This design comes from an exercise in tuning for small area, a short achievable clock period and few clock cycles per item on the open sky130 flow, not from production work.
Function was checked by simulation only, so behaviour that the tests miss may differ from the original.

## mon_pixel_comp
module mon_pixel_comp (
    input  wire         clk,
    input  wire         rst,             
    input  wire         cfg_we,
    input  wire [1:0]   cfg_addr,        
    input  wire [11:0]  cfg_wdata,
    input  wire         in_valid,
    output wire         in_ready,
    input  wire         in_layer_hit,    
    input  wire [7:0]   in_layer_alpha,  
    input  wire [29:0]  in_layer_pix,    
    input  wire [3:0]   in_plane_hit,    
    input  wire [127:0] in_plane_pix,    
    output wire         out_valid,
    input  wire         out_ready,
    output wire [35:0]  out_pix          
);
Size: about 5800 cells after synthesis, roughly 230 I/O pins, about 68000 sq um of cells after synthesis.
==> flow/config.mk <==
export PLATFORM = sky130hd
export DESIGN_NAME = mon_pixel_comp
export DESIGN_NICKNAME = mon_pixel_comp
export VERILOG_FILES = /design/flow/design.v
export SDC_FILE = /design/flow/constraint.sdc
export NUM_CORES = 4
export LEC_CHECK = 0
export CAP_MARGIN = 20
export CORE_MARGIN = 2
export CORE_UTILIZATION = 70
export SLEW_MARGIN = 20
==> flow/constraint.sdc <==
create_clock -name core_clock -period 38.0 [get_ports {clk}]
set_input_delay 7.6000 -clock core_clock [delete_from_list [all_inputs] [get_ports {clk}]]
set_output_delay 7.6000 -clock core_clock [all_outputs]
set_load 0.01 [all_outputs]
standard.sh (not shown) runs the stock make flow with config.mk's settings and CLKGATE_MAP_FILE= SYNTH_SCRIPT=/design/flow/synth_recipe.tcl, a recipe that flattens the netlist after the stock synthesis.
==> flow/flow/run.sh <==
#!/bin/bash
# Own layout flow: the standard flow with these changes.
#  1. Port buffers are buf_2 cells instead of the flow's default choice
#     (every port still gets its own buffer).
#  2. After the standard synthesis, polarity.py rewrites 2:1 muxes as a22oi
#     cells and removes inverters between self-dual cells (full adders,
#     2:1 muxes) by flipping their polarity; registers and the function are
#     unchanged.
#  3. The clock tree is built without dummy loads.
# Each tool's output goes to a log file of its own in this folder.
set -euo pipefail
export BUFFER_PORTS_ARGS="-buffer_cell sky130_fd_sc_hd__buf_2"
# clock tree: clusters of up to 30 flip-flops, no dummy loads
export CTS_ARGS="-sink_clustering_enable -repair_clock_nets -sink_clustering_size 30 -sink_clustering_max_diameter 100 -dont_use_dummy_load"
RES=orfs/results/$FLOW_PLATFORM/mon_pixel_comp/base
bash standard.sh synth > synth.log 2>&1
cp $RES/1_2_yosys.v yosys_standard.v
python3 flow/polarity.py yosys_standard.v $RES/1_2_yosys.v --aoi > polarity.log 2>&1
rm -f $RES/1_synth.odb
bash standard.sh > layout.log 2>&1
Other scripts of this flow, unchanged in this note and not shown: flow/flow/polarity.py
The baseline finished with timing, DRC and antenna clean.
Testbench counts at the start, summed over its fixed seeds: cycles 24,048, items 24,000.
Rerun with:
CORE_UTILIZATION = 75   (was 70)
The new run completed with no timing, DRC or antenna violations.
Flip-flop and latch count stays the same.
Final area stays flat.
Via count increases by a few percent.
Register-to-register slack gets worse by 150 ps.
Setup slack gets worse by 78 ps.
Wire length increases by a few percent.


Another version of the RTL of mon_pixel_comp (not shown whole).
Size: ~5900 cells after synthesis, ~230 I/O pins, roughly 69000 um2 of cells after synthesis.
==> flow/config.mk <==
export PLATFORM = sky130hd
export DESIGN_NAME = mon_pixel_comp
export DESIGN_NICKNAME = mon_pixel_comp
export VERILOG_FILES = /design/flow/design.v
export SDC_FILE = /design/flow/constraint.sdc
export NUM_CORES = 4
export LEC_CHECK = 0
export CAP_MARGIN = 20
export CORE_MARGIN = 2
export CORE_UTILIZATION = 60
export SLEW_MARGIN = 20
==> flow/constraint.sdc <==
create_clock -name core_clock -period 38.0 [get_ports {clk}]
set_input_delay 7.6000 -clock core_clock [delete_from_list [all_inputs] [get_ports {clk}]]
set_output_delay 7.6000 -clock core_clock [all_outputs]
set_load 0.01 [all_outputs]
==> flow/flow/run.sh <==
#!/bin/bash
# Own layout flow: the standard flow with two changes.
#  1. Port buffers are buf_2 cells instead of the flow's default choice
#     (every port still gets its own buffer).
#  2. After the standard synthesis, polarity.py rewrites 2:1 muxes as a22oi
#     cells and removes inverters between
#     self-dual cells (full adders, 2:1 muxes) by flipping their polarity;
#     registers and the function are unchanged.
# Each tool's output goes to a log file of its own in this folder.
set -euo pipefail
export BUFFER_PORTS_ARGS="-buffer_cell sky130_fd_sc_hd__buf_2"
RES=orfs/results/$FLOW_PLATFORM/mon_pixel_comp/base
bash standard.sh synth > synth.log 2>&1
cp $RES/1_2_yosys.v yosys_standard.v
python3 flow/polarity.py yosys_standard.v $RES/1_2_yosys.v --aoi > polarity.log 2>&1
rm -f $RES/1_synth.odb
bash standard.sh > layout.log 2>&1
Other scripts of this flow, unchanged in this note and not shown: flow/flow/polarity.py
Testbench counts at the start, summed over its fixed seeds: cycles 24,048, items 24,000.
==> next run, changes <==
Settings changed: CTS_CLUSTER_DIAMETER from default to 100, CTS_CLUSTER_SIZE from default to 30.
Core utilization decreases by 1.1 points; die area is unchanged; design area decreases slightly; cell count decreases slightly; setup slack loses 0.0056 ns; sequential cell count does not change; non-clock buffer count does not change.


mon_pixel_comp, a different RTL version from the one above (not shown whole).
Size: ~5900 cells after synthesis, ~230 I/O pins, ~71000 sq um of cells after synthesis.
==> flow/design.v (excerpt) <==
module mon_pixel_comp (
    input  wire         clk,
    input  wire         rst,             
    input  wire         cfg_we,
    input  wire [1:0]   cfg_addr,        
    input  wire [11:0]  cfg_wdata,
    input  wire         in_valid,
    output wire         in_ready,
    input  wire         in_layer_hit,    
    input  wire [7:0]   in_layer_alpha,  
    input  wire [29:0]  in_layer_pix,    
    input  wire [3:0]   in_plane_hit,    
    input  wire [127:0] in_plane_pix,    
    output wire         out_valid,
    input  wire         out_ready,
    output wire [35:0]  out_pix          
);
==> flow/config.mk <==
export PLATFORM = sky130hd
export DESIGN_NAME = mon_pixel_comp
export DESIGN_NICKNAME = mon_pixel_comp
export VERILOG_FILES = /design/flow/design.v
export SDC_FILE = /design/flow/constraint.sdc
export NUM_CORES = 4
export LEC_CHECK = 0
export CAP_MARGIN = 20
export CORE_MARGIN = 2
export CORE_UTILIZATION = 60
export CTS_BUF_LIST = sky130_fd_sc_hd__clkbuf_4 sky130_fd_sc_hd__clkbuf_8
export SLEW_MARGIN = 20
==> flow/constraint.sdc <==
create_clock -name core_clock -period 38.0 [get_ports {clk}]
set_input_delay 7.6000 -clock core_clock [delete_from_list [all_inputs] [get_ports {clk}]]
set_output_delay 7.6000 -clock core_clock [all_outputs]
set_load 0.01 [all_outputs]
==> flow/flow/run.sh <==
#!/bin/bash
# Own layout flow: the standard flow with two changes.
#  1. Port buffers are buf_2 cells instead of the flow's default choice
#     (every port still gets its own buffer).
#  2. After the standard synthesis, polarity.py removes inverters between
#     self-dual cells (full adders, 2:1 muxes) by flipping their polarity;
#     registers and the function are unchanged.
# Each tool's output goes to a log file of its own in this folder.
set -euo pipefail
export BUFFER_PORTS_ARGS="-buffer_cell sky130_fd_sc_hd__buf_2"
RES=orfs/results/$FLOW_PLATFORM/mon_pixel_comp/base
bash standard.sh synth > synth.log 2>&1
cp $RES/1_2_yosys.v yosys_standard.v
python3 flow/polarity.py yosys_standard.v $RES/1_2_yosys.v > polarity.log 2>&1
rm -f $RES/1_synth.odb
bash standard.sh > layout.log 2>&1
Other scripts of this flow, unchanged in this note and not shown: flow/flow/polarity.py
Testbench counts at the start, summed over its fixed seeds: cycles 24,048, items 24,000.
Then changed:
Settings changed: CORE_UTILIZATION 60 to 40, CTS_BUF_LIST sky130_fd_sc_hd__clkbuf_4 sky130_fd_sc_hd__clkbuf_8 to not set.
What happened: The changed run completed without violations; flip-flop and latch count stays the same; clock-buffer cell count shrinks by 42; first-iteration DRC count went down by 2.2%; global-route usage went down by 8.7 points.

-- static timing again, ports no longer ideal --
The results above use ideal ports. As a check the final layouts listed here were re-extracted and re-timed, cells and wires unchanged. Step 1 sets driving cells, clkbuf_16 on the clock port and buf_2 on the other inputs (assumed; they add their load-dependent delay and slew). Step 2 also shifts input and output timing later by t, the mid clock arrival at the registers, as if the neighbouring blocks saw the same clock. Slacks: ideal / step 1 / step 2; pairs: ideal / step 1.
| run | t (ns) | setup slack, ns | worst data-port slew with drivers (ns) |
|---|---|---|---|
| the first run of note 1 | 0.703 | 29.214 / 29.141 / 29.336 | 0.04 |
| the second run of note 1 | 0.700 | 29.136 / 29.061 / 29.285 | 0.05 |
| the first run of note 2 | 0.751 | 29.184 / 29.111 / 29.037 | 0.06 |
| the second run of note 2 | 0.718 | 29.178 / 29.105 / 29.085 | 0.06 |
| the first run of note 3 | 0.934 | 28.598 / 28.525 / 28.996 | 0.05 |
| the second run of note 3 | 0.802 | 28.369 / 28.290 / 29.003 | 0.13 |
After both steps every run listed still meets setup and hold. The setup slack of the first run of note 2, which loses most, moves by -0.073 ns with the drivers and by -0.147 ns with both steps.
